What follows belongs to an exercise in optimizing a design on an open flow for small area, a short achievable clock period and few clock cycles per item; a production flow would make more cautious choices. Where RTL was checked, it was by simulation tests only, not by an equivalence proof against the original. Function not checked in run 1: the RTL went through the layout flow alone. No activity file was given, so power comes from the tool's default toggle rates.

[design/flow/config.mk]
export PLATFORM = sky130hd
export DESIGN_NAME = walk_corr
export DESIGN_NICKNAME = walk_corr
export VERILOG_FILES = /design/flow/design.v
export SDC_FILE = /design/flow/constraint.sdc
export NUM_CORES = 4
export LEC_CHECK = 0
export ABC_CLOCK_PERIOD_IN_PS = 3000
export CAP_MARGIN = 20
export CORE_MARGIN = 2
export CORE_UTILIZATION = 40
export SETUP_SLACK_MARGIN = 5
export SLEW_MARGIN = 20
[design/flow/constraint.sdc]
create_clock -name core_clock -period 13.0 [get_ports {clk}]
set_input_delay 2.6000 -clock core_clock [delete_from_list [all_inputs] [get_ports {clk}]]
set_output_delay 2.6000 -clock core_clock [all_outputs]
set_load 0.01 [all_outputs]
[design/flow/design.v]
module walk_corr (
    input  wire         clk,
    input  wire         rst,
    input  wire         in_valid,
    output wire         in_ready,
    input  wire [23:0]  in_t_lo,
    input  wire [23:0]  in_t_l,
    input  wire [15:0]  in_tot_lo,
    input  wire [1:0]   in_level,
    input  wire [9:0]   in_thr_lo,
    input  wire [9:0]   in_thr_mid,
    input  wire [9:0]   in_thr_hi,
    input  wire         in_has_fall,
    input  wire         in_fall_en,
    input  wire         in_walk_en,
    input  wire [511:0] lut,
    output wire         out_valid,
    output wire [23:0]  out_t_c,
    output wire         out_nowalk
);
    localparam integer ND = 7;    
    assign in_ready = 1'b1;
    wire nowalk_i = !in_has_fall || !in_fall_en;
    wire pass_i   = !in_walk_en || nowalk_i;
    wire c_ml = in_thr_mid > in_thr_lo;
    wire c_hl = in_thr_hi  > in_thr_lo;
    wire c_hm = in_thr_hi  > in_thr_mid;
    wire lvl1 = (in_level == 2'd1);
    wire two_i  = lvl1 ? c_ml : (in_level != 2'd0) && (c_ml || c_hl);
    wire sel_hi = !lvl1 && (c_ml ? c_hm : c_hl);
    wire [9:0] d_mid = in_thr_mid - in_thr_lo;
    wire [9:0] d_hi  = in_thr_hi  - in_thr_lo;
    wire [9:0] d_i   = sel_hi ? d_hi : d_mid;
    wire [23:0] diff_i = in_t_l - in_t_lo;
    wire big_i = (diff_i[23:21] != 3'd0) && (in_thr_lo != 10'd0);
    wire div_i = two_i && !pass_i;
    wire [7:0] bin   = in_tot_lo[15:8];
    wire       hi_i  = (bin[7:5] != 3'd0);
    wire       top   = hi_i || (bin[4:0] == 5'd31);
    wire [7:0] frac_i = top ? 8'd0 : in_tot_lo[7:0];
    wire       odd   = bin[0];
    wire [15:0] oh_o = 16'd1 << bin[4:1];
    wire [15:0] oh_e = odd ? {oh_o[14:0], oh_o[15]} : oh_o;
    reg  [15:0] ov, ev;
    integer li;
    always @(*) begin
        ov = 16'd0;
        ev = 16'd0;
        for (li = 0; li < 16; li = li + 1) begin
            ov = ov | ({16{oh_o[li]}} & lut[32*li + 16 +: 16]);
            ev = ev | ({16{oh_e[li]}} & lut[32*li +: 16]);
        end
    end
    wire [15:0] lut0 = hi_i ? lut[511:496] : (odd ? ov : ev);
    wire [15:0] lut1 = odd ? ev : ov;
    reg         a_v, a_pass, a_div, a_big, a_nw;
    reg  [23:0] a_tlo;
    reg  [9:0]  a_x;       
    reg  [20:0] a_y;       
    reg  [15:0] a_k;       
    always @(posedge clk) begin
        a_v    <= in_valid && !rst;
        a_pass <= pass_i;
        a_div  <= div_i;
        a_big  <= big_i;
        a_nw   <= nowalk_i;
        a_tlo  <= in_t_lo;
        a_x    <= div_i ? in_thr_lo : {2'b00, frac_i};
        a_y    <= div_i ? diff_i[20:0] : {5'd0, lut1};
        a_k    <= div_i ? {6'd0, d_i} : lut0;
    end
    wire [16:0] delta = {1'b0, a_y[15:0]} - {1'b0, a_k};
    wire [21:0] y_op  = a_div ? {1'b0, a_y} : {{5{delta[16]}}, delta};
    reg  [23:0] row [0:5];
    reg  [22:0] bm, bp;
    reg         bneg, bone, btwo, bx0, pneg;
    integer     bi;
    always @(*) begin
        pneg = 1'b0;
        for (bi = 0; bi < 6; bi = bi + 1) begin
            bx0  = (bi == 0) ? 1'b0 : a_x[2*bi-1];
            if (bi == 5) begin
                bneg = 1'b0;
                bone = bx0;
                btwo = 1'b0;
            end else begin
                bneg = a_x[2*bi+1] & ~(a_x[2*bi] & bx0);
                bone = a_x[2*bi] ^ bx0;
                btwo = (a_x[2*bi+1] & ~a_x[2*bi] & ~bx0) | (~a_x[2*bi+1] & a_x[2*bi] & bx0);
            end
            bm = bone ? {y_op[21], y_op} : (btwo ? {y_op, 1'b0} : 23'd0);
            bp = bneg ? ~bm : bm;
            if (bi == 0)
                row[bi] = {(bp[22] ? 2'b11 : 2'b00), bp[21:0]};
            else
                row[bi] = ({1'b0, ~bp[22], bp[21:0]} << (2*bi)) | ({23'd0, pneg} << (2*bi-2));
            pneg = bneg;
        end
    end
    function [47:0] csa;    
        input [23:0] a, b, c;
        begin
            csa = {((a & b) | (a & c) | (b & c)) << 1, a ^ b ^ c};
        end
    endfunction
    wire [47:0] l1a = csa(row[0], row[1], row[2]);
    wire [47:0] l1b = csa(row[3], row[4], row[5]);
    wire [47:0] l2  = csa(l1a[23:0], l1a[47:24], l1b[23:0]);
    wire [47:0] l3  = csa(l2[23:0], l2[47:24], l1b[47:24]);
    function [4:0] msb;
        input [20:0] v;
        integer j;
        begin
            msb = 5'd0;
            for (j = 1; j < 21; j = j + 1)
                if (v[j]) msb = j;
        end
    endfunction
    wire prod_big = (a_x != 10'd0) && (a_y != 21'd0) &&
                    ({1'b0, msb({11'd0, a_x})} + {1'b0, msb(a_y)} >= 6'd23);
    reg         m_v, m_pass, m_div, m_big, m_nw;
    reg  [23:0] m_tlo;
    reg  [23:0] m_s, m_c;
    reg  [23:0] m_ka;      
    reg  [9:0]  m_d;
    always @(posedge clk) begin
        m_v    <= a_v && !rst;
        m_pass <= a_pass;
        m_div  <= a_div;
        m_big  <= a_big || prod_big;
        m_nw   <= a_nw;
        m_tlo  <= a_tlo;
        m_s    <= l3[23:0];
        m_c    <= l3[47:24];
        m_ka   <= a_div ? {15'd0, a_k[9:1]} : {a_k, 8'h80};
        m_d    <= a_k[9:0];
    end
    wire [23:0] m     = m_s + m_c + m_ka;
    wire [15:0] w_t   = m[23:8];
    wire        tsat  = (w_t[15:11] != 5'd0);
    wire [11:0] sb0   = {1'b0, m[21:11]} - {2'b00, m_d};
    wire        q11   = !sb0[11];
    wire [9:0]  r0    = q11 ? sb0[9:0] : m[20:11];
    reg         s_v   [0:ND-1];
    reg         s_nw  [0:ND-1];
    reg         s_div [0:ND-1];
    reg         s_sat [0:ND-1];
    reg  [23:0] s_tlo [0:ND-1];
    reg  [9:0]  s_r   [0:ND-1];
    reg  [11:0] s_nq  [0:ND-1];
    reg  [9:0]  s_d   [0:ND-1];
    reg         s_tw  [0:ND-1];
    always @(posedge clk) begin
        s_v[0]   <= m_v && !rst;
        s_nw[0]  <= m_nw;
        s_div[0] <= m_div;
        s_sat[0] <= m_div ? (m_big || (m[23:22] != 2'd0) || q11) : (!m_pass && tsat);
        s_tlo[0] <= m_tlo;
        s_r[0]   <= r0;
        s_nq[0]  <= {m[10:0], q11};
        s_d[0]   <= m_div ? m_d : (m_pass ? 10'd0 : w_t[9:0]);
        s_tw[0]  <= !m_div && !m_pass && w_t[10];
    end
    genvar gs;
    generate
        for (gs = 0; gs < ND - 2; gs = gs + 1) begin : g_div
            reg  [10:0] t;
            reg  [11:0] sb;
            reg  [9:0]  r;
            reg  [11:0] nq;
            integer     k;
            always @(*) begin
                r  = s_r[gs];
                nq = s_nq[gs];
                for (k = 0; k < 2; k = k + 1) begin
                    t  = {r, nq[11]};
                    sb = {1'b0, t} - {2'b00, s_d[gs]};
                    nq = {nq[10:0], !sb[11]};
                    r  = sb[11] ? t[9:0] : sb[9:0];
                end
            end
            always @(posedge clk) begin
                s_v[gs+1]   <= s_v[gs] && !rst;
                s_nw[gs+1]  <= s_nw[gs];
                s_div[gs+1] <= s_div[gs];
                s_sat[gs+1] <= s_sat[gs];
                s_tlo[gs+1] <= s_tlo[gs];
                s_r[gs+1]   <= r;
                s_nq[gs+1]  <= nq;
                s_d[gs+1]   <= s_d[gs];
                s_tw[gs+1]  <= s_tw[gs];
            end
        end
    endgenerate
    localparam integer L = ND - 2;
    wire [10:0] tl  = {s_r[L], s_nq[L][11]};
    wire [11:0] sl  = {1'b0, tl} - {2'b00, s_d[L]};
    wire        q0  = !sl[11] && s_div[L] && !s_sat[L];
    wire [11:0] w_h = s_sat[L] ? 12'h800 :
                      s_div[L] ? {1'b0, s_nq[L][9:0], 1'b0} : {1'b0, s_tw[L], s_d[L]};
    wire [24:0] tc  = {1'b0, s_tlo[L]} + {13'h1FFF, ~w_h} + {24'd0, !q0};
    reg         o_v, o_nw;
    reg  [23:0] o_tc;
    always @(posedge clk) begin
        o_v  <= s_v[L] && !rst;
        o_nw <= s_nw[L];
        o_tc <= tc[24] ? 24'd0 : tc[23:0];
    end
    assign out_valid  = o_v;
    assign out_t_c    = o_tc;
    assign out_nowalk = o_nw;
endmodule
[design/flow/flow/run.sh]
#!/bin/bash
# The standard layout, with the smallest buffer (buf_1) on every input and
# output port instead of the one buffer_ports picks by default.
set -euo pipefail
export BUFFER_PORTS_ARGS="-buffer_cell sky130_fd_sc_hd__buf_1"
bash standard.sh > standard_flow.log 2>&1
[design/flow/standard.sh]
#!/bin/bash
# synth_recipe.tcl (not shown) runs the flow's synth.tcl, then flattens the netlist and writes it again
# the make line also repeats each setting of config.mk as NAME=value (left out here)
make -C /OpenROAD-flow-scripts/flow DESIGN_CONFIG=/design/flow/config.mk WORK_HOME=/design/flow/orfs CLKGATE_MAP_FILE= SYNTH_SCRIPT=/design/flow/synth_recipe.tcl "${@:-finish}"
==> results of run 1 <==
-- cell type report --
class,instances,area (um2)
Fill cell,7616,40500
Multi-Input combinational cell,2368,18500
Sequential cell,569,11400
Timing Repair Buffer,689,2780
Clock buffer,73,1550
Tap cell,1040,1300
Inverter,295,1110
Clock inverter,29,455
Antenna cell,45,113
-- cells in the final DEF, fill, tap and decap left out, types with 35 or more instances in the layout --
cell	netlist	routed
a21o_1	69	69
a21oi_1	174	174
a222oi_1	39	39
a22oi_1	160	160
buf_1	10	638
buf_4	2	47
clkbuf_16	0	56
dfxtp_1	569	568
diode_2	0	45
fa_1	103	103
ha_1	245	245
inv_1	293	293
mux2_2	103	103
mux2i_1	43	42
nand2_1	211	211
nand2b_1	48	47
nand3_1	57	57
nor2_1	217	216
nor2b_1	45	45
nor3_1	51	42
o21ai_0	138	138
o22ai_1	37	35
xnor2_1	139	139
xor2_1	82	82
-- power groups by stage --
stage | clock network (uW) | logic [uW] | registers [uW]
6_report | 1710 | 6060 | 2410
5_1_grt | 1820 | 6830 | 2450
4_1_cts | 1750 | 6050 | 2410
3_5_place_dp | 0 | 5970 | 2450
3_3_place_gp | 0 | 5890 | 2440
2_1_floorplan | 0 | 4800 | 2380
-- worst max-delay path, stage by stage --
cell and delay, ps:
clkbuf_2 590, inv_1 600, mux2_2 410, nor2_1 50, buf_4 240, a222oi_1 890
nand4_1 330, nor4_1 290, a211oi_1 150, a211oi_1 300, a21oi_1 100
-- per-layer routing --
layer | vias to the layer above | wire, um | track usage (%) | part of all wire [%]
met5 | - | 45 | 0 | 0.030
met4 | 6 | 14900 | 32.8 | 10
met3 | 423 | 9150 | 8.05 | 6.2
met2 | 1344 | 68300 | 58.3 | 46
met1 | 13500 | 56200 | 40.5 | 38
li1 | 13200 | - | - | -
-- synth_stat cells (37+ instances only) --
library cell  number  area (um2)
a21o_1            69         518
a21oi_1          174         871
a222oi_1          39         390
a22oi_1          160        1200
clkbuf_1          83         312
dfxtp_1          569       11400
fa_1             103        2060
ha_1             245        3070
inv_1            293        1100
mux2_2           103        1160
mux2i_1           43         430
nand2_1          211         792
nand2b_1          48         300
nand3_1           57         285
nor2_1           217         815
nor2b_1           45         282
nor3_1            51         255
o21ai_0          138         691
o22ai_1           37         231
xnor2_1          139        1220
xor2_1            82         718
-- flip-flops by register name, summed over array words and instances, names as in the netlist, 10 cells and up --
register / count
s_tlo: 144
a_x: 10
a_tlo: 24
s_r: 60
m_c: 20
m_tlo: 24
o_tc: 24
m_s: 24
m_ka: 24
s_d: 60
s_nq: 66
m_d: 10
a_y: 21
a_k: 16
-- worst max-delay path by stage --
stage / start / cells past startpoint / slack [ps] / endpoint
final: in_tot_lo[8] / 11 / 6880 / a_k[1]
after global routing: a_y[0] / 25 / 6280 / m_s[23]
after CTS: a_y[0] / 25 / 6900 / m_s[23]
after detailed placement: in_tot_lo[8] / 11 / 6460 / a_k[1]
after global placement: in_tot_lo[8] / 11 / 6540 / a_k[1]
after floorplan: a_y[0] / 25 / 7770 / m_s[23]
-- stage by stage --
| step | power, uW | area [um2] | worst slack (ps) | cells | hold WS [ps] |
|---|---|---|---|---|---|
| 4_1_cts | 10200 | 37000 | 6900 | 5059 | 288 |
| 3_5_place_dp | 8410 | 35000 | 6460 | 4957 | 312 |
| 2_1_floorplan | 7170 | 31400 | 7770 | 3347 | 310 |
| 3_3_place_gp | 8330 | 35000 | 6540 | 4957 | 310 |
| 6_report | 10200 | 37100 | 6880 | 5108 | 269 |
| 5_1_grt | 11100 | 37100 | 6280 | 5096 | 280 |
-- logic make-up (layout without fill, tap and decap cells) --
group | count (synthesis) | in the layout | share of synthesized area [%]
other cells | 1 | 46 | 0.0120
mux | 146 | 146 | 5.07
compound gates | 872 | 872 | 19.1
simple gates | 780 | 780 | 11.9
xor+xnor | 221 | 221 | 6.17
buf+inv | 410 | 1086 | 5.09
fa+ha+maj | 348 | 348 | 16.4
flops | 569 | 569 | 36.3
==> impl_metrics.tcl, run 1 <==
set metrics [dict create \
    crit_path_end_kind "flop" \
    io_pins 641 \
    num_rows 102 \
    yosysUniqueCellTypes 80 \
    nNetsFinal 4941 \
    seq_power_share_pct 23.7 \
    sw_frac_of_total_pct 40.4 \
    worstReg2RegStart "a_y[0]" \
    grt_pass1_vias 28000 \
    power.internal_uw 6070 \
    synth.avg_cell_area_um2 9.37 \
    drt_wl_total_um 149000 \
    insertion_delay_ps 640 \
    rsz0062_at_grt "false" \
    worst_clock_skew_ps 72.7 \
    drive_gt1_share_pct 7.38 \
    min_path_cells 0 \
    h-tree-depth 2 \
    synth_top_flop_cell "dfxtp_1" \
    port_buffers 639 \
    cts_tree "done" \
    postCtsHoldBufs 0 \
    hold_start "s_nq[0][9]" \
    finalMaxSlewViolations 0 \
    syn2layout_area_growth_pct 18.4 \
    synth-async-reset-ratio_pct 0 \
    synthCells 3347 \
    drt_iter0_drc 2599 \
    synth_edf_count 0 \
    ys_seq_area_share_pct 36.3 \
    root_buffer "clkbuf_16" \
    hold_path_class "flop to flop" \
    fin_tns_setup_ps 0 \
    grt_max_degree 63 \
    slew_headroom_pct 16.9 \
    gp_congestion 1.10 \
    setup_violations 0 \
    hold_end "s_nq[1][11]" \
    fin_crit_ps 6120 \
    cts.sinks 569 \
    ir_drop_v 0.000153 \
    hold_violations 0 \
    cp_max_fo 34 \
    worstPathRequired_ps 13480 \
    grt.total_usage_pct 36.3 \
    ys_warn_count 11 \
    cp.arrival_ps 6600 \
    dr.pass1.iters 6 \
    cap_viol_max_count 0 \
    power_frac_comb_pct 59.5 \
    grt_first_pass_wirelength_um 207000 \
    syn_area_um2 31400 \
    cts.reportedPaths.clkPinSlew_ps 60 \
    status "timing/DRC/antenna clean" \
    drc 0 \
    num_vias 28400 \
    r2r_setup_slack_ps 6890 \
    power_density_nw_per_um2 274 \
    grt_antenna_before_repair 57 \
    vias_per_cell 5.56 \
    worst-setup-path-type "input pin to flop" \
    post_cts_buffers 0 \
    die_x_um 284 \
    leakage_uw 0.0152 \
    wl_per_cell_um 29.1 \
    ff2ff_path_depth 25 \
    fmax_mhz 163 \
    r2r_end "m_s[23]" \
    ant_nets 0 \
    numCtsBuffers 56 \
    clock_power_share_pct 16.8 \
    cts.repair.resized 0 \
    coreArea_um2 77600 \
    die-area_um2 80700 \
    postSynthNetCount 4309 \
    die_y_um 284 \
    finish.utilization_pct 47.9 \
    dpl.hpwl_um 126000 \
    cts_buffer_depth 3 \
    fin_crit_sh_pct 47.1 \
    setup.worst_path.start_class "input pin" \
    switchingPower_uw 4110 \
    grt_overflow 0 \
    initial_core_util_pct 40.4 \
    worst_pin_slew_ps 1240 \
    ys_ff_latch 569 \
]
==> run 2, diff against run 1 <==
--- a/design/flow/design.v
+++ b/design/flow/design.v
@@ -55,9 +55,10 @@
     wire [15:0] lut1 = odd ? ev : ov;
     reg         a_v, a_pass, a_div, a_big, a_nw;
     reg  [23:0] a_tlo;
-    reg  [9:0]  a_x;       
-    reg  [20:0] a_y;       
-    reg  [15:0] a_k;       
+    reg  [9:0]  a_lo, a_d;
+    reg  [7:0]  a_f;
+    reg  [20:0] a_diff;
+    reg  [15:0] a_lut0, a_lut1;
     always @(posedge clk) begin
         a_v    <= in_valid && !rst;
         a_pass <= pass_i;
@@ -65,12 +66,16 @@
         a_big  <= big_i;
         a_nw   <= nowalk_i;
         a_tlo  <= in_t_lo;
-        a_x    <= div_i ? in_thr_lo : {2'b00, frac_i};
-        a_y    <= div_i ? diff_i[20:0] : {5'd0, lut1};
-        a_k    <= div_i ? {6'd0, d_i} : lut0;
-    end
-    wire [16:0] delta = {1'b0, a_y[15:0]} - {1'b0, a_k};
-    wire [21:0] y_op  = a_div ? {1'b0, a_y} : {{5{delta[16]}}, delta};
+        a_lo   <= in_thr_lo;
+        a_d    <= d_i;
+        a_f    <= frac_i;
+        a_diff <= diff_i[20:0];
+        a_lut0 <= lut0;
+        a_lut1 <= lut1;
+    end
+    wire [16:0] delta = {1'b0, a_lut1} - {1'b0, a_lut0};
+    wire [9:0]  a_x   = a_div ? a_lo : {2'b00, a_f};
+    wire [21:0] y_op  = a_div ? {1'b0, a_diff} : {{5{delta[16]}}, delta};
     reg  [23:0] row [0:5];
     reg  [22:0] bm, bp;
     reg         bneg, bone, btwo, bx0, pneg;
@@ -116,8 +121,8 @@
                 if (v[j]) msb = j;
         end
     endfunction
-    wire prod_big = (a_x != 10'd0) && (a_y != 21'd0) &&
-                    ({1'b0, msb({11'd0, a_x})} + {1'b0, msb(a_y)} >= 6'd23);
+    wire prod_big = (a_lo != 10'd0) && (a_diff != 21'd0) &&
+                    ({1'b0, msb({11'd0, a_lo})} + {1'b0, msb(a_diff)} >= 6'd23);
     reg         m_v, m_pass, m_div, m_big, m_nw;
     reg  [23:0] m_tlo;
     reg  [23:0] m_s, m_c;
@@ -132,8 +137,8 @@
         m_tlo  <= a_tlo;
         m_s    <= l3[23:0];
         m_c    <= l3[47:24];
-        m_ka   <= a_div ? {15'd0, a_k[9:1]} : {a_k, 8'h80};
-        m_d    <= a_k[9:0];
+        m_ka   <= a_div ? {15'd0, a_d[9:1]} : {a_lut0, 8'h80};
+        m_d    <= a_d;
     end
     wire [23:0] m     = m_s + m_c + m_ka;
     wire [15:0] w_t   = m[23:8];
==> impl_metrics.tcl, run 2 <==
set metrics [dict create \
    drt_iter0_drc 2244 \
    n_fill_cell 7656 \
    fin_tns_setup_ps 0 \
    root_buffer "clkbuf_16" \
    cts.reportedPaths.clkPinSlew_ps 70 \
    setup_violations 0 \
    layout_common_cells "buf_1, dfxtp_1, inv_1" \
    leakage_uw 0.0158 \
    ant_nets 0 \
    crit_path_end_kind "flop" \
    cts.sinks 603 \
    synth_top_flop_cell "dfxtp_1" \
    syn2layout_area_growth_pct 18.3 \
    rsz0062_at_grt "false" \
    slew_headroom_pct 30.6 \
    synth_most_common_cell "dfxtp_1" \
    largest-register "s_tlo" \
    die_x_um 287 \
    register_area_um2 12100 \
    finalMaxSlewViolations 0 \
    dpl.hpwl_um 113000 \
    synth_edf_count 0 \
    cts_tree "done" \
    ys_warn_count 11 \
    layout_commonest_cell "buf_1" \
    worstPathRequired_ps 13590 \
    synth_area_leaders "dfxtp_1, ha_1, fa_1, a22oi_1, mux2_2" \
    die_y_um 287 \
    synth.avg_cell_area_um2 9.62 \
    multi_input_area_um2 18300 \
    largest_reg_flops 144 \
    die-area_um2 82100 \
    fin_crit_ps 5610 \
    hold_end "s_nq[1][8]" \
    drt_wl_total_um 134000 \
    min_path_cells 0 \
    h-tree-depth 2 \
    numCtsBuffers 61 \
    ir_drop_v 0.000172 \
    num_vias 27600 \
    synthCells 3319 \
    synth_top_area_cell "dfxtp_1" \
    numPlacedInstances 4924 \
    cpPeakStageDelay_ps 800 \
    grt_first_pass_wirelength_um 189000 \
    status "timing/DRC/antenna clean" \
    dr.pass1.iters 5 \
    worst-setup-path-type "flop to flop" \
    fmax_mhz 178 \
    setup.worst_path.start_class "flop" \
    port_buffers 639 \
    final.setup.worst_slack_ps 7390 \
    grt.total_usage_pct 31.9 \
    cts_buffer_depth 3 \
    ys_ff_latch 603 \
    postCtsHoldBufs 0 \
    synth-async-reset-ratio_pct 0 \
    drc 0 \
    initial_core_util_pct 40.4 \
    r2r_setup_slack_ps 7390 \
    cp.arrival_ps 6200 \
    cap_viol_max_count 0 \
    fin_crit_sh_pct 43.2 \
    io_pins 641 \
    ys_seq_area_share_pct 37.8 \
    grt_max_degree 51 \
    power_density_nw_per_um2 273 \
    dp_slack_ps 7310 \
    gp_congestion 1.08 \
    cp_max_fo 36 \
    post_cts_buffers 0 \
    hold_path_class "flop to flop" \
    top_regs "s_tlo (144), s_nq (66)" \
    grt_pass1_vias 27400 \
    worst_clock_skew_ps 55.4 \
    nNetsFinal 4898 \
    worstReg2RegStart "a_div" \
    ff2ff_path_depth 18 \
    cts.repair.resized 0 \
    synth.top_cell.area_share_pct 37.8 \
    crit_path_top_delay_cell "dfxtp_2" \
    num_rows 103 \
    coreArea_um2 79000 \
    postSynthNetCount 4280 \
    r2r_end "m_s[23]" \
    synthTopCellsByCount "dfxtp_1, inv_1, ha_1" \
    drive_gt1_share_pct 7.85 \
    syn_area_um2 31900 \
    wl_per_cell_um 26.5 \
    grt_antenna_before_repair 41 \
    grt_overflow 0 \
    yosysUniqueCellTypes 82 \
    insertion_delay_ps 660 \
    vias_per_cell 5.46 \
    finish.utilization_pct 47.8 \
    path_cells "mux2i_1, inv_1, ha_1, a21oi_2, a32o_1, a21oi_1, xnor2_1, fa_1, inv_1, fa_1, xor2_1, xnor2_1, xnor2_1, xnor2_1, xnor2_1, xnor2_1, xnor2_1, xnor2_1" \
    hold_start "s_nq[0][6]" \
    hold_violations 0 \
    finalNonFillerCells 5054 \
    crit_top_cell "xnor2_1" \
    worst_pin_slew_ps 1040 \
]
[run 2: critical path: cells and delay by family (launching register included)]
family	cells	cell delay (ps)
XOR/XNOR	9	1400
multiplexers	1	490
buffers and inverters	2	200
AO/OA/AOI/OAI	3	1120
adder cells (fa/ha/maj)	3	1520
flip-flops	1	800
[run 2: cell type report]
cell class                      instances  area share, %
Antenna cell                           16          0.106
Clock buffer                           77           4.49
Clock inverter                         37           1.39
Tap cell                             1050           3.48
Timing Repair Buffer                  677           7.11
Inverter                              299           2.97
Sequential cell                       603           32.0
Multi-Input combinational cell       2295           48.5
[run 2: per-layer routing]
metal / share of wire, % / vias to the layer above / wire, um / global-route usage (%)
li1: - / 13000 / - / -
met1: 42 / 13200 / 56000 / 39.9
met2: 45 / 1106 / 61000 / 50.9
met3: 7.6 / 275 / 10200 / 8.52
met4: 5.0 / 22 / 6680 / 15.6
met5: 0.10 / - / 139 / 0
[run 2: per-stage QoR]
step	total power (uW)	cell area (um2)	hold slack (ps)
final	10300	37800	299
after global routing	11200	37800	285
after CTS	10400	37700	283
after detailed placement	8440	35500	312
after global placement	8380	35500	310
after floorplan	7070	31900	310
[run 2: logic make-up after synthesis]
| family | after synthesis | share of synthesized area (%) |
|---|---|---|
| AND/OR/NAND/NOR | 726 | 10.9 |
| adder cells (fa/ha/maj) | 347 | 16.0 |
| other | 1 | 0.0117 |
| buffers and inverters | 421 | 5.07 |
| XOR/XNOR | 221 | 6.06 |
| flip-flops | 603 | 37.8 |
| AO/OA/AOI/OAI | 824 | 18.0 |
| multiplexers | 176 | 6.05 |
[run 2: where the power goes]
part	switching, uW	internal [uW]
logic	3100	2760
clock network	762	1110
registers	234	2350
total	4100	6220
[run 2: worst max-delay path by stage]
stage / end / start / cells past startpoint / slack [ps]
5_1_grt: s_r[2][5] / s_d[1][1] / 25 / 6960
3_5_place_dp: a_d[4] / in_thr_lo[0] / 13 / 7310
2_1_floorplan: a_d[8] / in_thr_hi[0] / 13 / 7870
3_3_place_gp: a_d[8] / in_thr_lo[0] / 13 / 7380
6_report: m_s[23] / a_div / 18 / 7390
4_1_cts: s_r[2][5] / s_d[1][1] / 25 / 7410
Testbench counts of run 2, summed over its fixed seeds: cycles 12,072, pulses 12,000.
==> run 3, diff against run 2 <==
==> design/flow/flow/run.sh (replaced) <==
#!/bin/bash
# The standard layout, with the smallest buffer (buf_1) on every input and
# output port instead of the one buffer_ports picks by default, and timing
# repair aiming at a tighter setup slack margin.
set -euo pipefail
export BUFFER_PORTS_ARGS="-buffer_cell sky130_fd_sc_hd__buf_1"
bash standard.sh SETUP_SLACK_MARGIN=7.6 finish > standard_flow.log 2>&1
==> impl_metrics.tcl, run 3 <==
set metrics [dict create \
    grt_pass1_vias 27500 \
    die-area_um2 82100 \
    setup.worst_path.start_class "input pin" \
    root_buffer "clkbuf_16" \
    synth_mux_area_share_pct 6.05 \
    ys_warn_count 11 \
    grt_overflow 0 \
    largest-register "s_tlo" \
    synth_compound_area_share_pct 18.0 \
    fin_crit_ps 5150 \
    synth_most_common_cell "dfxtp_1" \
    cap_viol_max_count 0 \
    synth_top_flop_cell "dfxtp_1" \
    drc 0 \
    cts_buffer_depth 3 \
    finalMaxSlewViolations 0 \
    worst_pin_slew_ps 1040 \
    synthCells 3319 \
    cp.arrival_ps 5680 \
    dr.pass1.iters 5 \
    syn_area_um2 31900 \
    synth.top_cell.area_share_pct 37.8 \
    yosys.area_share.simple_pct 10.9 \
    grt_max_degree 51 \
    seq_power_share_pct 23.9 \
    die_y_um 287 \
    worst-setup-path-type "input pin to flop" \
    synth_area_leaders "dfxtp_1, ha_1, fa_1, a22oi_1, mux2_2" \
    io_pins 641 \
    ys_ff_latch 603 \
    yosysUniqueCellTypes 82 \
    cts_tree "done" \
    layout_common_cells "buf_1, dfxtp_1, inv_1" \
    postCtsHoldBufs 0 \
    drive_gt1_share_pct 9.71 \
    nNetsFinal 4946 \
    postSynthNetCount 4280 \
    ant_nets 0 \
    die_x_um 287 \
    cp_max_fo 18 \
    path_cells "buf_1, nand2b_1, nor3_4, mux2_2, a22o_1, a221oi_1, nand3_1, nor2_1, mux2_2, o21ai_0" \
    fin_tns_setup_ps 0 \
    clock_power_share_pct 17.4 \
    synth.avg_cell_area_um2 9.62 \
    vias_per_cell 5.43 \
    cpPeakStageDelay_ps 820 \
    crit_path_end_kind "flop" \
    synth-xor-area-share_pct 6.06 \
    power.internal_uw 6490 \
    leakage_uw 0.0161 \
    slew_headroom_pct 30.7 \
    cts.reportedPaths.clkPinSlew_ps 60 \
    synth_top_area_cell "dfxtp_1" \
    synth_edf_count 0 \
    synth_top_family_by_area "compound AO/OA/AOI/OAI gates" \
    power_frac_comb_pct 58.6 \
    setup_violations 0 \
    grt.total_usage_pct 32.0 \
    hold_path_class "flop to flop" \
    switchingPower_uw 4280 \
    status "timing/DRC/antenna clean" \
    h-tree-depth 2 \
    synthTopCellsByCount "dfxtp_1, inv_1, ha_1" \
    insertion_delay_ps 660 \
    drt_wl_total_um 135000 \
    num_vias 27700 \
    critPathLaunch "in_tot_lo[9]" \
    gp_congestion 1.08 \
    worstReg2RegStart "a_div" \
    dpl.hpwl_um 113000 \
    synth-async-reset-ratio_pct 0 \
    wl_per_cell_um 26.5 \
    top_regs "s_tlo (144), s_nq (66)" \
    cts.sinks 603 \
    largest_reg_flops 144 \
    numCtsBuffers 61 \
    worstPathRequired_ps 13530 \
    power_density_nw_per_um2 281 \
    synthAdderAreaFrac_pct 16.0 \
    fin_crit_sh_pct 39.6 \
    crit_path_top_delay_cell "nor3_4" \
    num_rows 103 \
    hold_start "s_nq[0][6]" \
    grt_antenna_before_repair 39 \
    layout_commonest_cell "buf_1" \
    initial_core_util_pct 40.4 \
    port_buffers 639 \
    sw_frac_of_total_pct 39.7 \
    crit_top_cell "mux2_2" \
    ys_seq_area_share_pct 37.8 \
    hold_violations 0 \
    hold_ws_ps 295 \
    rsz0062_at_grt "false" \
    ir_drop_v 0.000170 \
    fmax_mhz 194 \
    worst_clock_skew_ps 58.0 \
    syn2layout_area_growth_pct 20.0 \
    grt_first_pass_wirelength_um 189000 \
    coreArea_um2 79000 \
    drt_iter0_drc 2274 \
]
==> run 3: cell counts after synthesis <==
Identical to the previous run, type by type.
==> run 3: cell families after synthesis <==
group / after synthesis
multiplexers: 176
adder cells (fa/ha/maj): 347
AO/OA/AOI/OAI: 824
buffers and inverters: 421
AND/OR/NAND/NOR: 726
flip-flops: 603
other: 1
XOR/XNOR: 221
==> run 3: power by group through the flow <==
stage          Sequential, uW  Combinational [uW]  Clock (uW)
6_report                 2580                6320        1880
5_1_grt                  2620                7060        1990
4_1_cts                  2580                5980        1910
3_5_place_dp             2620                5820           0
3_3_place_gp             2620                5770           0
2_1_floorplan            2530                4540           0
==> run 3: final cells by class <==
type                            count  area [um2]
Antenna cell                       16        40.0
Clock buffer                       77        1700
Clock inverter                     37         526
Fill cell                        7627       40700
Inverter                          299        1120
Multi-Input combinational cell   2295       18500
Sequential cell                   603       12100
Tap cell                         1050        1310
Timing Repair Buffer              725        3060
==> run 3: per-layer routing <==
layer  global-route usage [%]  wire, um  share of wire (%)  up-vias
met1                     40.2     56000                 41    13300
met4                     16.2      7290                5.4       26
met2                     50.8     61200                 45     1030
met3                     8.12     10600                7.8      288
met5                        0       173               0.13        -
li1                         -         -                  -    13100
==> run 3: metrics by stage <==
step	power, uW	cell area [um2]	std cells	worst slack (ps)	utilization [%]
finish	10800	38300	5102	7850	48.5
global route	11700	38300	5099	7560	48.5
CTS	10500	37800	5047	7600	47.9
detailed placement	8440	35500	4924	7310	45.0
global placement	8380	35500	4924	7380	45.0
floorplan	7070	31900	3319	7870	-
==> run 3: worst max-delay path, delay by kind of cell <==
| family | cells | cell delay [ps] |
|---|---|---|
| AOI/OAI and AO/OA | 3 | 440 |
| buffers and inverters | 1 | 310 |
| muxes | 2 | 940 |
| and+or+nand+nor | 4 | 1370 |
==> run 3: path summary, 6_finish.rpt <==
| check | to | slack [ps] | cells after the start |
|---|---|---|---|
| setup reg to reg | m_s[23] | 7890 | 17 |
| hold reg to reg | s_nq[1][8] | 290 | 0 |
| hold / removal | s_nq[1][8] | 290 | 0 |
| setup / recovery | a_lut0[10] | 7850 | 10 |
==> run 3: what timing repair did <==
action | 4_1_cts | 5_1_grt
gates resized for setup | 12 | 54
cloned | 1 | 3
endpoints found under the setup margin | 40 | 75
buffers inserted | 8 | 36
pin swaps | 3 | 15
==> run 4, diff against run 3 <==
--- a/design/flow/flow/run.sh
+++ b/design/flow/flow/run.sh
@@ -4,4 +4,4 @@
 # repair aiming at a tighter setup slack margin.
 set -euo pipefail
 export BUFFER_PORTS_ARGS="-buffer_cell sky130_fd_sc_hd__buf_1"
-bash standard.sh SETUP_SLACK_MARGIN=7.6 finish > standard_flow.log 2>&1
+bash standard.sh SETUP_SLACK_MARGIN=8.0 finish > standard_flow.log 2>&1
==> impl_metrics.tcl, run 4 <==
set metrics [dict create \
    status "timing/DRC/antenna clean" \
    syn_area_um2 31900 \
    initial_core_util_pct 40.4 \
    synth.top_cell.area_share_pct 37.8 \
    num_rows 103 \
    ys_warn_count 11 \
    drt_wl_total_um 133000 \
    synth.avg_cell_area_um2 9.62 \
    grt_antenna_before_repair 37 \
    die-area_um2 82100 \
    die_y_um 287 \
    cts.reportedPaths.clkPinSlew_ps 70 \
    yosysUniqueCellTypes 82 \
    fin_crit_ps 4940 \
    syn2layout_area_growth_pct 22.0 \
    nNetsFinal 4962 \
    h-tree-depth 2 \
    top_layer_used "met5" \
    grt_pass1_vias 27600 \
    dp_slack_ps 7270 \
    ys_seq_area_share_pct 37.8 \
    design_area_um2 39000 \
    crit_top_cell "mux2_2" \
    largest_reg_flops 144 \
    setup.worst_path.start_class "input pin" \
    cap_viol_max_count 0 \
    cp.arrival_ps 5460 \
    crit_path_top_delay_cell "mux2_2" \
    wl_met2_um 61400 \
    hold_path_class "flop to flop" \
    finalMaxSlewViolations 0 \
    place_area_um2 35500 \
    coreArea_um2 79000 \
    path_cells "buf_1, nand2b_2, nor3_2, buf_4, mux2_2, a22o_1, a221oi_1, nand3_1, nor2_1, mux2_2, o21ai_0" \
    ys_ff_latch 603 \
    setup_violations 0 \
    layout_commonest_cell "buf_1" \
    drive_gt1_share_pct 11.9 \
    fmax_mhz 202 \
    root_buffer "clkbuf_16" \
    postSynthNetCount 4280 \
    synth_most_common_cell "dfxtp_1" \
    synth-async-reset-ratio_pct 0 \
    vias_per_cell 5.47 \
    grt.total_usage_pct 31.6 \
    largest-register "s_tlo" \
    dr_wl_met3_um 9790 \
    cts_tree "done" \
    ir_drop_v 0.000164 \
    numCtsBuffers 61 \
    cts.sinks 603 \
    worstPathRequired_ps 13520 \
    finish.utilization_pct 49.3 \
    slew_headroom_pct 36.6 \
    grt_max_degree 60 \
    synthCells 3319 \
    io_pins 641 \
    fin_tns_setup_ps 0 \
    postCtsHoldBufs 0 \
    synthTopCellsByCount "dfxtp_1, inv_1, ha_1" \
    crit_path_end_kind "flop" \
    die_x_um 287 \
    synth_edf_count 0 \
    synth_area_leaders "dfxtp_1, ha_1, fa_1, a22oi_1, mux2_2" \
    insertion_delay_ps 640 \
    gp_congestion 1.03 \
    cp_max_fo 18 \
    hold_violations 0 \
    dpl.hpwl_um 110000 \
    synth_top_area_cell "dfxtp_1" \
    worst_pin_slew_ps 945 \
    drc 0 \
    top_regs "s_tlo (144), s_nq (66)" \
    route.layer.met1.wl_um 55300 \
    grt_overflow 0 \
    cpPeakStageDelay_ps 510 \
    drt_iter0_drc 2157 \
    ant_nets 0 \
    final.setup.worst_slack_ps 8060 \
    worst_clock_skew_ps 51.6 \
    power_density_nw_per_um2 284 \
    rsz0062_at_grt "true" \
    n_fill_cell 7562 \
    cts_buffer_depth 3 \
    port_buffers 639 \
    layout_common_cells "buf_1, dfxtp_1, inv_1" \
    leakage_uw 0.0163 \
    synth_top_flop_cell "dfxtp_1" \
    dr.pass1.iters 5 \
    num_vias 28000 \
    grt_first_pass_wirelength_um 188000 \
    fin_crit_sh_pct 38.0 \
    wl_per_cell_um 26.0 \
    hold_ws_ps 282 \
    worst-setup-path-type "input pin to flop" \
]
[run 4: cell counts after synthesis]
No cell type changed its count.
[run 4: kinds of logic after synthesis]
kind of cell             Yosys count  share of synthesized area [%]
AND/OR/NAND/NOR                  726                           10.9
buffers and inverters            421                           5.07
multiplexers                     176                           6.05
XOR/XNOR                         221                           6.06
other                              1                         0.0117
AO/OA/AOI/OAI                    824                           18.0
adder cells (fa/ha/maj)          347                           16.0
flip-flops                       603                           37.8
[run 4: per-layer routing]
layer | vias to the layer above | GRT usage (%)
li1 | 13100 | -
met3 | 262 | 7.32
met2 | 1022 | 51.0
met4 | 24 | 14.7
met1 | 13600 | 40.1
met5 | - | 0
[run 4: metrics by stage]
stage                     total power [uW]  std cells
after floorplan                       7070       3319
after global placement                8350       4924
after detailed placement              8420       4924
after CTS                            10800       5081
after global routing                 12000       5117
final                                11100       5120
[run 4: critical path, delay by kind of cell]
family                 cells  cell delay [ps]
AOI/OAI and AO/OA          3              620
buffers and inverters      2              570
muxes                      2              730
and+or+nand+nor            4              910
[run 4: path summary, 6_finish.rpt]
check / slack, ps / cells past startpoint / end / startpoint
setup / recovery: 8060 / 11 / a_lut0[10] / in_tot_lo[9]
hold / removal: 280 / 0 / s_nq[1][6] / s_nq[0][4]
setup reg to reg: 8180 / 20 / m_s[23] / a_lut0[3]
hold reg to reg: 280 / 0 / s_nq[1][6] / s_nq[0][4]
[run 4: cell type report]
class | instances | area, um2 | share of cell area [%]
multi-input cells | 2296 | 18900 | 48.6
flip-flops and latches | 603 | 12100 | 31.0
repair buffers | 740 | 3200 | 8.20
clock buffers | 75 | 1680 | 4.31
well taps | 1050 | 1310 | 3.37
inverters | 299 | 1120 | 2.88
clock inverters | 40 | 598 | 1.54
diodes | 17 | 42.5 | 0.109
[run 4: timing repair]
action	4_1_cts	5_1_grt
gates resized for setup	79	107
buffers inserted	40	21
cloned	2	1
setup endpoints to repair	99	119
pin swaps	22	56
[run 4: where the power goes]
group | internal (uW) | total, uW | leakage, uW | switching [uW]
Combinational | 3190 | 6570 | 0.0101 | 3380
Clock | 1150 | 1920 | 0.00110 | 773
Sequential | 2350 | 2580 | 0.00504 | 236
==> run 5, diff against run 4 <==
--- a/design/flow/flow/run.sh
+++ b/design/flow/flow/run.sh
@@ -4,4 +4,4 @@
 # repair aiming at a tighter setup slack margin.
 set -euo pipefail
 export BUFFER_PORTS_ARGS="-buffer_cell sky130_fd_sc_hd__buf_1"
-bash standard.sh SETUP_SLACK_MARGIN=8.0 finish > standard_flow.log 2>&1
+bash standard.sh SETUP_SLACK_MARGIN=8.4 finish > standard_flow.log 2>&1
==> impl_metrics.tcl, run 5 <==
set metrics [dict create \
    status "timing/DRC/antenna clean" \
    critical_path_buf_inv_count 3 \
    synth_top_area_cell "dfxtp_1" \
    setup_violations 0 \
    root_buffer "clkbuf_16" \
    worst-setup-path-type "flop to flop" \
    nNetsFinal 5113 \
    syn2layout_area_growth_pct 29.6 \
    r2r_setup_slack_ps 8270 \
    crit_top_cell "xnor2_1" \
    grt_overflow 0 \
    cts_tree "done" \
    layout_commonest_cell "buf_1" \
    cpPeakStageDelay_ps 520 \
    synthCells 3319 \
    coreArea_um2 79000 \
    drt_wl_total_um 141000 \
    r2r_end "m_s[23]" \
    dpl.hpwl_um 112000 \
    ir_drop_v 0.000204 \
    synth_top_flop_cell "dfxtp_1" \
    fmax_mhz 212 \
    dr.pass1.iters 5 \
    largest_reg_flops 144 \
    synthTopCellsByCount "dfxtp_1, inv_1, ha_1" \
    io_pins 641 \
    drt_iter0_drc 2125 \
    place_area_um2 35700 \
    layout_common_cells "buf_1, dfxtp_1, inv_1" \
    critPathLaunch "a_lut1[0]" \
    p_total_uw 12800 \
    num_vias 28900 \
    worstPathRequired_ps 13530 \
    numCtsBuffers 66 \
    crit_path_end_kind "flop" \
    cts.reportedPaths.clkPinSlew_ps 60 \
    drive_gt1_share_pct 18.1 \
    initial_core_util_pct 40.4 \
    cap_viol_max_count 0 \
    synth.avg_cell_area_um2 9.62 \
    cts.sinks 603 \
    slew_headroom_pct 33.5 \
    leakage_uw 0.0175 \
    hold_path_class "flop to flop" \
    cp-endpoint "m_s[23]" \
    power_density_nw_per_um2 309 \
    finalMaxSlewViolations 0 \
    synth-async-reset-ratio_pct 0 \
    syn_area_um2 31900 \
    ys_ff_latch 603 \
    worstReg2RegStart "a_lut1[0]" \
    grt_pass1_vias 28500 \
    cts_buffer_depth 3 \
    synth_most_common_cell "dfxtp_1" \
    hold_violations 0 \
    fin_crit_ps 4730 \
    largest-register "s_tlo" \
    yosysUniqueCellTypes 82 \
    synth_edf_count 0 \
    hold_ws_ps 315 \
    n_fill_cell 7295 \
    fin_crit_sh_pct 36.4 \
    ys_warn_count 11 \
    top_regs "s_tlo (144), s_nq (66)" \
    multi_input_area_um2 19900 \
    drc 0 \
    critPathTopFamily "compound AO/OA/AOI/OAI gates" \
    register_area_um2 12100 \
    cp_max_fo 6 \
    worst_pin_slew_ps 992 \
    vias_per_cell 5.48 \
    h-tree-depth 3 \
    grt_antenna_before_repair 31 \
    die_x_um 287 \
    cp.arrival_ps 5260 \
    worst_clock_skew_ps 24.9 \
    postCtsHoldBufs 0 \
    postSynthNetCount 4280 \
    port_buffers 639 \
    grt_max_degree 56 \
    crit_cells 24 \
    ys_seq_area_share_pct 37.8 \
    crit_path_top_delay_cell "fa_1" \
    finish.utilization_pct 52.4 \
    grt.total_usage_pct 33.1 \
    grt_first_pass_wirelength_um 196000 \
    synth_area_leaders "dfxtp_1, ha_1, fa_1, a22oi_1, mux2_2" \
    insertion_delay_ps 600 \
    wl_per_cell_um 26.8 \
    fin_tns_setup_ps 0 \
    min_path_cells 0 \
    die-area_um2 82100 \
    design_area_um2 41400 \
    path_cells "inv_2, ha_4, inv_2, fa_2, a211oi_2, o21ai_1, o2111ai_2, a31oi_4, a41o_4, nand2_8, a32o_2, a21oi_2, xnor2_2, fa_1, inv_2, fa_2, xor2_2, xnor2_1, xnor2_1, xnor2_1, xnor2_1, xnor2_1, xnor2_1, xnor2_1" \
    ff2ff_path_depth 24 \
    rsz0062_at_grt "true" \
    num_rows 103 \
    die_y_um 287 \
    ant_nets 0 \
    setup.worst_path.start_class "flop" \
    synth.top_cell.area_share_pct 37.8 \
    gp_congestion 1.08 \
]
==> run 5: cell counts after synthesis <==
Identical to the previous run, type by type.
==> run 5: cells by family (layout without fill, tap and decap cells) <==
logic type               after synthesis  after routing  synth area share (%)
buffers and inverters                421           1300                  5.07
AO/OA/AOI/OAI                        824            827                  18.0
flip-flops                           603            603                  37.8
XOR/XNOR                             221            221                  6.06
other                                  1             13                0.0117
adder cells (fa/ha/maj)              347            347                  16.0
AND/OR/NAND/NOR                      726            726                  10.9
multiplexers                         176            178                  6.05
==> run 5: what timing repair did <==
item	in CTS	in global routing
setup endpoints to repair	166	146
setup buffers	139	68
cloned	5	2
gates resized for setup	187	264
pin swaps	97	161
==> run 5: metrics by stage <==
| step | instances | setup slack (ps) |
|---|---|---|
| floorplan | 3319 | 8270 |
| global placement | 4920 | 7140 |
| detailed placement | 4920 | 7080 |
| CTS | 5183 | 8310 |
| global route | 5262 | 8040 |
| finish | 5265 | 8270 |
==> run 5: final cells by class <==
| class | instances | share of cell area, % |
|---|---|---|
| clock buffers | 92 | 4.47 |
| well taps | 1050 | 3.17 |
| repair buffers | 882 | 11.0 |
| diodes | 12 | 0.0726 |
| multi-input cells | 2300 | 48.2 |
| inverters | 299 | 2.82 |
| clock inverters | 27 | 1.04 |
| flip-flops and latches | 603 | 29.2 |
==> run 5: power by group <==
part           internal (uW)  leakage (uW)  switching, uW
logic                   4330        0.0113           3930
clock network           1150       0.00111            774
registers               2350       0.00505            250
total                   7830        0.0175           4950
==> run 5: how the worst min path moves through the flow <==
stage,start,end
after detailed placement,a_tlo[2],m_tlo[2]
after floorplan,a_d[0],m_d[0]
after global routing,s_tlo[0][11],s_tlo[1][11]
after global placement,a_tlo[4],m_tlo[4]
after CTS,s_nq[2][2],s_nq[3][4]
final,s_tlo[0][11],s_tlo[1][11]
==> run 5: layer usage <==
metal | GRT usage, % | routed length, um
met4 | 16.2 | 7610
met5 | 0 | 90
met2 | 53.2 | 64500
met3 | 8.39 | 11400
met1 | 41.1 | 57700
==> run 6, diff against run 5 <==
--- a/design/flow/design.v
+++ b/design/flow/design.v
@@ -126,8 +126,7 @@
     reg         m_v, m_pass, m_div, m_big, m_nw;
     reg  [23:0] m_tlo;
     reg  [23:0] m_s, m_c;
-    reg  [23:0] m_ka;      
-    reg  [9:0]  m_d;
+    reg  [15:0] m_kd;      
     always @(posedge clk) begin
         m_v    <= a_v && !rst;
         m_pass <= a_pass;
@@ -137,9 +136,10 @@
         m_tlo  <= a_tlo;
         m_s    <= l3[23:0];
         m_c    <= l3[47:24];
-        m_ka   <= a_div ? {15'd0, a_d[9:1]} : {a_lut0, 8'h80};
-        m_d    <= a_d;
-    end
+        m_kd   <= a_div ? {6'd0, a_d} : a_lut0;
+    end
+    wire [9:0]  m_d   = m_kd[9:0];
+    wire [23:0] m_ka  = m_div ? {15'd0, m_kd[9:1]} : {m_kd, 8'h80};
     wire [23:0] m     = m_s + m_c + m_ka;
     wire [15:0] w_t   = m[23:8];
     wire        tsat  = (w_t[15:11] != 5'd0);
--- a/design/flow/flow/run.sh
+++ b/design/flow/flow/run.sh
@@ -4,4 +4,4 @@
 # repair aiming at a tighter setup slack margin.
 set -euo pipefail
 export BUFFER_PORTS_ARGS="-buffer_cell sky130_fd_sc_hd__buf_1"
-bash standard.sh SETUP_SLACK_MARGIN=8.4 finish > standard_flow.log 2>&1
+bash standard.sh SETUP_SLACK_MARGIN=8.0 finish > standard_flow.log 2>&1
--- a/design/flow/config.mk
+++ b/design/flow/config.mk
@@ -5,9 +5,9 @@
 export SDC_FILE = /design/flow/constraint.sdc
 export NUM_CORES = 4
 export LEC_CHECK = 0
-export ABC_CLOCK_PERIOD_IN_PS = 3000
 export CAP_MARGIN = 20
 export CORE_MARGIN = 2
 export CORE_UTILIZATION = 40
+export CTS_BUF_LIST = sky130_fd_sc_hd__clkbuf_4 sky130_fd_sc_hd__clkbuf_8
 export SETUP_SLACK_MARGIN = 5
 export SLEW_MARGIN = 20
==> impl_metrics.tcl, run 6 <==
set metrics [dict create \
    insertion_delay_ps 710 \
    hold_violations 0 \
    cap_viol_max_count 0 \
    ant_nets 0 \
    synth_edf_count 0 \
    path_cells "buf_1, nand2b_1, nor2_1, buf_4, mux2_2, a22oi_1, nand3_1, nor2_1, mux2i_1, mux2_2" \
    r2r_end "s_r[0][1]" \
    grt_max_degree 76 \
    worstPathRequired_ps 13610 \
    synthTopCellsByCount "dfxtp_1, inv_1, ha_1" \
    hold_path_class "flop to flop" \
    synth-async-reset-ratio_pct 0 \
    layout_commonest_cell "buf_1" \
    dpl.hpwl_um 115000 \
    drc 0 \
    worst-setup-path-type "input pin to flop" \
    ys_seq_area_share_pct 36.8 \
    r2r_setup_slack_ps 8040 \
    top_regs "s_tlo (144), s_nq (66)" \
    ys_ff_latch 585 \
    dr.pass1.iters 6 \
    layout_common_cells "buf_1, dfxtp_1, inv_1" \
    hold_start "s_tlo[4][10]" \
    synth.avg_cell_area_um2 9.61 \
    num_rows 103 \
    synth_top_flop_cell "dfxtp_1" \
    cts.sinks 585 \
    io_pins 641 \
    grt_first_pass_wirelength_um 194000 \
    gp_congestion 1.14 \
    port_buffers 639 \
    h-tree-depth 3 \
    setup.worst_path.start_class "input pin" \
    leakage_uw 0.0162 \
    numCtsBuffers 94 \
    syn2layout_area_growth_pct 21.5 \
    register_area_um2 11700 \
    die-area_um2 81900 \
    synth_most_common_cell "dfxtp_1" \
    n_fill_cell 7651 \
    cts_buffer_depth 3 \
    worst_pin_slew_ps 1120 \
    min_path_cells 0 \
    initial_core_util_pct 40.4 \
    grt_antenna_before_repair 36 \
    cts.reportedPaths.clkPinSlew_ps 70 \
    die_x_um 286 \
    ir_drop_v 0.000214 \
    postSynthNetCount 4278 \
    status "timing/DRC/antenna clean" \
    largest-register "s_tlo" \
    rsz0062_at_grt "true" \
    die_y_um 286 \
    finalMaxSlewViolations 0 \
    drt_wl_total_um 139000 \
    worst_clock_skew_ps 56.5 \
    fin_crit_sh_pct 38.6 \
    crit_path_top_delay_cell "a22oi_1" \
    ff2ff_path_depth 21 \
    synth_area_leaders "dfxtp_1, ha_1, fa_1, a22oi_1, xnor2_1" \
    fin_tns_setup_ps 0 \
    multi_input_area_um2 19100 \
    synth_top_area_cell "dfxtp_1" \
    coreArea_um2 78900 \
    crit_path_end_kind "flop" \
    worstReg2RegStart "m_div" \
    wl_per_cell_um 26.9 \
    synthCells 3317 \
    power_density_nw_per_um2 291 \
    nNetsFinal 4987 \
    drt_iter0_drc 2014 \
    grt_pass1_vias 28100 \
    fin_crit_ps 5020 \
    hold_ws_ps 313 \
    grt_overflow 0 \
    yosysUniqueCellTypes 88 \
    fmax_mhz 199 \
    drive_gt1_share_pct 12.4 \
    largest_reg_flops 144 \
    syn_area_um2 31900 \
    vias_per_cell 5.45 \
    setup_violations 0 \
    grt.total_usage_pct 33.1 \
    cp_max_fo 18 \
    cts_tree "done" \
    hold_end "s_tlo[5][10]" \
    num_vias 28200 \
    synth.top_cell.area_share_pct 36.8 \
    root_buffer "clkbuf_8" \
    ys_warn_count 11 \
    slew_headroom_pct 24.5 \
    cp.arrival_ps 5630 \
    cpPeakStageDelay_ps 720 \
]
## run 6: cell count changes in the layout (fill, tap and decap cells not counted), moves of 22 or more
cell | previous run | this run
clkbuf_16 | 66 | 2
buf_6 | 58 | 4
ha_4 | 29 | 7
buf_4 | 182 | 80
o21ai_2 | 34 | 8
clkbuf_4 | 1 | 24
a21oi_1 | 92 | 123
mux2_4 | 48 | 4
clkbuf_8 | 10 | 118
## run 6: per-stage QoR
step | instance area, um2 | cells | worst slack [ps] | total power, uW | utilization, %
2_1_floorplan | 31900 | 3317 | 8030 | 7410 | -
3_3_place_gp | 35400 | 4923 | 7330 | 8630 | 44.8
3_5_place_dp | 35400 | 4923 | 7230 | 8680 | 44.8
4_1_cts | 38100 | 5125 | 8000 | 11000 | 48.3
5_1_grt | 38700 | 5159 | 7870 | 12200 | 49.0
6_report | 38700 | 5170 | 7980 | 11200 | 49.1
## run 6: critical path, delay by kind of cell
| family | cells | cell delay [ps] |
|---|---|---|
| simple gates | 4 | 800 |
| buf+inv | 2 | 580 |
| compound gates | 1 | 720 |
| mux | 3 | 890 |
## run 6: report_power, final
| group | switching (uW) | internal, uW |
|---|---|---|
| sequential | 227 | 2280 |
| clock | 744 | 1040 |
| combinational | 3600 | 3360 |
## run 6: what timing repair did
item	in CTS	in global routing
resized for setup	59	76
buffers inserted	30	23
hold buffers	0	0
endpoints found under the hold margin	0	0
gates cloned	1	2
pin swaps	13	52
setup endpoints to repair	74	83
## run 6: area by class of cell
class | count | area share, %
flip-flops and latches | 585 | 30.3
inverters | 288 | 2.80
diodes | 19 | 0.123
well taps | 1050 | 3.39
multi-input cells | 2327 | 49.5
repair buffers | 730 | 8.25
clock buffers | 141 | 4.64
clock inverters | 30 | 1.02
## run 6: cells by family after synthesis
family	count (synthesis)	synth area share [%]
AND/OR/NAND/NOR	733	11.1
other	1	0.0118
adder cells (fa/ha/maj)	347	16.1
XOR/XNOR	222	6.15
flip-flops	585	36.8
AO/OA/AOI/OAI	830	18.3
buffers and inverters	406	5.03
multiplexers	193	6.62
## run 6: layer usage
metal / track usage [%] / vias to the layer above / share of wire (%) / routed length, um
met1: 39.6 / 13500 / 41 / 56300
met4: 20.5 / 10 / 6.7 / 9280
met5: 0 / - / 0.038 / 53
li1: - / 13200 / - / -
met3: 8.43 / 288 / 7.2 / 9990
met2: 53.2 / 1113 / 46 / 63200
## run 6: worst max-delay path by stage
stage	startpoint	end	slack (ps)	cells after the start
after floorplan	m_div	s_r[0][1]	8030	21
after global placement	m_div	s_r[0][1]	7330	20
after detailed placement	a_div	m_s[23]	7230	16
after CTS	m_div	s_r[0][1]	8000	19
after global routing	a_lut1[0]	m_s[23]	7870	22
final	in_tot_lo[10]	a_lut0[10]	7980	10
Testbench counts of run 6, summed over its fixed seeds: cycles 12,072, pulses 12,000.
==> run 7, diff against run 6 <==
--- a/design/flow/config.mk
+++ b/design/flow/config.mk
@@ -8,6 +8,5 @@
 export CAP_MARGIN = 20
 export CORE_MARGIN = 2
 export CORE_UTILIZATION = 40
-export CTS_BUF_LIST = sky130_fd_sc_hd__clkbuf_4 sky130_fd_sc_hd__clkbuf_8
 export SETUP_SLACK_MARGIN = 5
 export SLEW_MARGIN = 20
==> impl_metrics.tcl, run 7 <==
set metrics [dict create \
    synthCells 3317 \
    drc 0 \
    fin_crit_sh_pct 38.3 \
    nNetsFinal 4942 \
    cap_viol_max_count 0 \
    crit_top_cell "mux2_2" \
    r2r_end "m_s[23]" \
    synth_top_area_cell "dfxtp_1" \
    critical_path_buf_inv_count 2 \
    grt_first_pass_wirelength_um 193000 \
    syn_area_um2 31900 \
    initial_core_util_pct 40.4 \
    status "timing/DRC/antenna clean" \
    dpl.hpwl_um 115000 \
    cts_tree "done" \
    num_vias 27800 \
    crit_cells 9 \
    grt_pass1_vias 27800 \
    ff2ff_path_depth 21 \
    hold_violations 0 \
    num_rows 103 \
    worstReg2RegStart "a_lut0[0]" \
    synth_most_common_cell "dfxtp_1" \
    ys_warn_count 11 \
    dr.pass1.iters 8 \
    gp_congestion 1.14 \
    r2r_setup_slack_ps 8060 \
    largest-register "s_tlo" \
    drt_wl_total_um 138000 \
    power_density_nw_per_um2 291 \
    h-tree-depth 2 \
    die-area_um2 81900 \
    cp-endpoint "a_lut0[8]" \
    synth_area_leaders "dfxtp_1, ha_1, fa_1, a22oi_1, xnor2_1" \
    yosysUniqueCellTypes 88 \
    root_buffer "clkbuf_16" \
    worstPathRequired_ps 13530 \
    cp_max_fo 49 \
    cp.arrival_ps 5500 \
    ir_drop_v 0.000219 \
    drive_gt1_share_pct 10.4 \
    die_x_um 286 \
    port_buffers 639 \
    worst-setup-path-type "input pin to flop" \
    fin_tns_setup_ps 0 \
    cts.sinks 585 \
    fmax_mhz 201 \
    cts.reportedPaths.clkPinSlew_ps 60 \
    synth_top_flop_cell "dfxtp_1" \
    synth.avg_cell_area_um2 9.61 \
    syn2layout_area_growth_pct 20.8 \
    grt_antenna_before_repair 36 \
    crit_path_end_kind "flop" \
    layout_common_cells "buf_1, dfxtp_1, inv_1" \
    largest_reg_flops 144 \
    postSynthNetCount 4278 \
    synth_edf_count 0 \
    ys_ff_latch 585 \
    slew_headroom_pct 28.7 \
    crit_path_top_delay_cell "mux2_2" \
    path_cells "clkbuf_2, buf_4, mux2_2, a22o_1, a221oi_1, nand3_1, nor2_1, mux2i_1, mux2_2" \
    numCtsBuffers 58 \
    coreArea_um2 78900 \
    ant_nets 0 \
    layout_commonest_cell "buf_1" \
    fin_crit_ps 4980 \
    worst_clock_skew_ps 27.7 \
    finalMaxSlewViolations 0 \
    leakage_uw 0.0160 \
    wl_per_cell_um 27.1 \
    grt_max_degree 76 \
    setup.worst_path.start_class "input pin" \
    die_y_um 286 \
    insertion_delay_ps 640 \
    synthTopCellsByCount "dfxtp_1, inv_1, ha_1" \
    critPathTopFamily "multiplexers" \
    finish.utilization_pct 48.8 \
    grt_overflow 0 \
    critPathLaunch "in_tot_lo[8]" \
    top_regs "s_tlo (144), s_nq (66)" \
    drt_iter0_drc 1960 \
    synth-async-reset-ratio_pct 0 \
    hold_path_class "flop to flop" \
    worst_pin_slew_ps 1060 \
    cpPeakStageDelay_ps 610 \
    rsz0062_at_grt "true" \
    grt.total_usage_pct 32.8 \
    vias_per_cell 5.45 \
    io_pins 641 \
    cts_buffer_depth 3 \
    setup_violations 0 \
    synth.top_cell.area_share_pct 36.8 \
    ys_seq_area_share_pct 36.8 \
]
[run 7: cell counts after synthesis]
No cell type changed its count.
[run 7: timing repair]
action                                  CTS  global route
endpoints found under the hold margin     0             0
setup buffers                            30            16
cloned                                    1             1
resized for setup                        57            66
hold buffers                              0             0
endpoints found under the setup margin   77            90
pin swaps                                12            31
[run 7: metal layers]
metal  vias to the layer above  track usage, %  wire [um]
li1                      13100               -          -
met1                     13300            39.5      55800
met2                      1086            53.2      62900
met3                       244            8.17      10000
met4                         8            19.2       9060
met5                         -               0         47
[run 7: cell families (layout without fill, tap and decap cells)]
kind of cell | Yosys count | count (layout) | share of synthesized area, %
compound gates | 830 | 830 | 18.3
simple gates | 733 | 734 | 11.1
flops | 585 | 585 | 36.8
buf+inv | 406 | 1115 | 5.03
fa+ha+maj | 347 | 347 | 16.1
xor+xnor | 222 | 222 | 6.15
mux | 193 | 193 | 6.62
other cells | 1 | 17 | 0.0118
[run 7: stage by stage]
step / instances / setup WS (ps) / area, um2 / power [uW] / hold slack, ps
2_1_floorplan: 3317 / 8030 / 31900 / 7410 / 310
3_3_place_gp: 4923 / 7330 / 35400 / 8630 / 310
3_5_place_dp: 4923 / 7230 / 35400 / 8680 / 312
4_1_cts: 5060 / 7930 / 38000 / 11000 / 317
5_1_grt: 5085 / 7840 / 38500 / 12100 / 321
6_report: 5093 / 8020 / 38500 / 11200 / 314
[run 7: report_power, final]
part           leakage, uW  total (uW)  internal [uW]  switching [uW]
Clock              0.00102        1800           1070             730
Sequential         0.00489        2510           2280             227
Combinational       0.0101        6880           3330            3550
[run 7: worst min path at each step]
| stage | startpoint | endpoint | slack (ps) | depth (start not counted) |
|---|---|---|---|---|
| 3_3_place_gp | s_nq[2][6] | s_nq[3][8] | 310 | 0 |
| 6_report | s_nq[4][9] | s_nq[5][11] | 310 | 0 |
| 4_1_cts | s_nq[4][9] | s_nq[5][11] | 320 | 0 |
| 3_5_place_dp | a_tlo[15] | m_tlo[15] | 310 | 0 |
| 2_1_floorplan | a_nw | m_nw | 310 | 0 |
| 5_1_grt | s_tlo[3][21] | s_tlo[4][21] | 320 | 0 |
[run 7: area by class of cell]
type                            count  area [um2]
Antenna cell                       16        40.0
Clock buffer                       77        1630
Clock inverter                     29         490
Fill cell                        7660       40400
Inverter                          288        1080
Multi-Input combinational cell   2327       19100
Sequential cell                   585       11700
Tap cell                         1050        1310
Timing Repair Buffer              721        3120
==> run 8, diff against run 7 <==
--- a/design/flow/config.mk
+++ b/design/flow/config.mk
@@ -8,5 +8,7 @@
 export CAP_MARGIN = 20
 export CORE_MARGIN = 2
 export CORE_UTILIZATION = 40
+export CTS_CLUSTER_DIAMETER = 100
+export CTS_CLUSTER_SIZE = 16
 export SETUP_SLACK_MARGIN = 5
 export SLEW_MARGIN = 20
==> impl_metrics.tcl, run 8 <==
set metrics [dict create \
    cts_tree "done" \
    largest-register "s_tlo" \
    synth_edf_count 0 \
    switchingPower_uw 4450 \
    drive_gt1_share_pct 9.52 \
    p_total_uw 10700 \
    worstPathRequired_ps 13480 \
    grt_first_pass_wirelength_um 193000 \
    synth.top_cell.area_share_pct 36.8 \
    finalMaxSlewViolations 0 \
    nNetsFinal 4934 \
    largest_reg_flops 144 \
    rsz0062_at_grt "true" \
    initial_core_util_pct 40.4 \
    grt_overflow 0 \
    hold_violations 0 \
    synth.avg_cell_area_um2 9.61 \
    fin_tns_setup_ps 0 \
    grt_max_degree 76 \
    vias_per_cell 5.49 \
    h-tree-depth 2 \
    dr.pass1.iters 6 \
    seq_power_share_pct 23.3 \
    worst-setup-path-type "input pin to flop" \
    fin_crit_ps 4990 \
    postSynthNetCount 4278 \
    dpl.hpwl_um 115000 \
    sw_frac_of_total_pct 41.4 \
    layout_common_cells "buf_1, dfxtp_1, inv_1" \
    drt_iter0_drc 2136 \
    die_x_um 286 \
    cts.sinks 585 \
    wl_per_cell_um 27.2 \
    synthCells 3317 \
    synth_top_area_cell "dfxtp_1" \
    io_pins 641 \
    synth_most_common_cell "dfxtp_1" \
    num_rows 103 \
    fin_crit_sh_pct 38.4 \
    worst_pin_slew_ps 1170 \
    ir_drop_v 0.000206 \
    layout_commonest_cell "buf_1" \
    cap_viol_max_count 0 \
    dp_slack_ps 7230 \
    drt_wl_total_um 137000 \
    final.setup.worst_slack_ps 8010 \
    drc 0 \
    synth_top_flop_cell "dfxtp_1" \
    setup.worst_path.start_class "input pin" \
    ant_nets 0 \
    leakage_uw 0.0156 \
    synthTopCellsByCount "dfxtp_1, inv_1, ha_1" \
    grt.total_usage_pct 32.7 \
    port_buffers 639 \
    coreArea_um2 78900 \
    gp_congestion 1.14 \
    worst_clock_skew_ps 26.8 \
    grt_antenna_before_repair 33 \
    syn2layout_area_growth_pct 18.4 \
    power_frac_comb_pct 64.9 \
    status "timing/DRC/antenna clean" \
    die_y_um 286 \
    setup_violations 0 \
    die-area_um2 81900 \
    num_vias 27700 \
    hold_path_class "flop to flop" \
    root_buffer "clkbuf_16" \
    crit_path_end_kind "flop" \
    cts_buffer_depth 3 \
    cp_max_fo 18 \
    syn_area_um2 31900 \
    numCtsBuffers 44 \
    power_density_nw_per_um2 285 \
    synth-async-reset-ratio_pct 0 \
    ys_seq_area_share_pct 36.8 \
    power.internal_uw 6300 \
    clock_power_share_pct 11.8 \
    grt_pass1_vias 27700 \
    synth_area_leaders "dfxtp_1, ha_1, fa_1, a22oi_1, xnor2_1" \
    fmax_mhz 200 \
    slew_headroom_pct 21.4 \
    cts.reportedPaths.clkPinSlew_ps 70 \
    ys_ff_latch 585 \
    top_regs "s_tlo (144), s_nq (66)" \
    cp.arrival_ps 5470 \
    yosysUniqueCellTypes 88 \
    insertion_delay_ps 600 \
    ys_warn_count 11 \
]
==> run 8: power groups by stage <==
stage          clock network (uW)  logic (uW)  registers, uW
2_1_floorplan                   0        4950           2460
3_3_place_gp                    0        6080           2550
3_5_place_dp                    0        6130           2550
4_1_cts                      1310        6630           2510
5_1_grt                      1380        7750           2540
6_report                     1270        6970           2510
==> run 8: worst max-delay path, cell delays in order <==
cell and delay, ps:
clkbuf_2 210, nand2b_1 240, nor2_1 60, buf_4 230, mux2_2 500, a22o_1 310, a221oi_1 230, nand3_1 340
nor2_1 310, mux2i_1 110, mux2_2 280
==> run 8: layout make-up <==
cell class                      instances  area (um2)
Fill cell                            7709       41100
Multi-Input combinational cell       2327       19100
Sequential cell                       585       11700
Timing Repair Buffer                  727        3170
Tap cell                             1050        1310
Clock buffer                           46        1120
Inverter                              288        1080
Clock inverter                          7         138
Antenna cell                           15        37.5
==> run 8: path summary, 6_finish.rpt <==
check	from	endpoint	slack [ps]	cells past startpoint
min reg2reg	s_tlo[2][12]	s_tlo[3][12]	320	0
max	in_tot_lo[12]	a_lut0[8]	8010	11
max reg2reg	m_div	s_r[0][1]	8040	21
min	s_tlo[2][12]	s_tlo[3][12]	320	0
==> run 8: through the flow <==
stage / utilization [%] / std cells / hold WS, ps / area, um2
after floorplan: - / 3317 / 310 / 31900
after global placement: 44.8 / 4923 / 310 / 35400
after detailed placement: 44.8 / 4923 / 312 / 35400
after CTS: 47.1 / 5006 / 319 / 37200
after global routing: 47.8 / 5037 / 323 / 37700
final: 47.8 / 5045 / 319 / 37700
==> run 8: routing by layer <==
layer	track usage (%)	up-vias	part of all wire (%)
li1	-	13100	-
met4	18.6	8	6.4
met3	7.24	262	6.6
met5	0	-	0.035
met1	39.9	13300	41
met2	53.2	1044	46
==> run 8: cell families (layout without fill, tap and decap cells) <==
kind of cell,Yosys count,count (layout),share of synthesized area (%)
AOI/OAI and AO/OA,830,830,18.3
other,1,16,0.0118
and+or+nand+nor,733,734,11.1
adders and majority gates,347,347,16.1
DFF,585,585,36.8
xor gates and xnor gates,222,222,6.15
buffers and inverters,406,1068,5.03
muxes,193,193,6.62
==> run 8: repair_timing <==
item / 4_1_cts / 5_1_grt
gates resized for setup: 61 / 69
hold buffers: 0 / 0
buffers inserted: 29 / 23
endpoints found under the hold margin: 0 / 0
pin swaps: 13 / 39
cloned: 1 / 1
setup endpoints to repair: 79 / 90

Check on run 8: ideal ports give 8.011 ns setup slack; a clkbuf_16 on the clock port and buf_2 on the inputs give 8.042 ns; moving port delays by the midpoint clock arrival (0.651 ns) as well gives 7.400 ns.
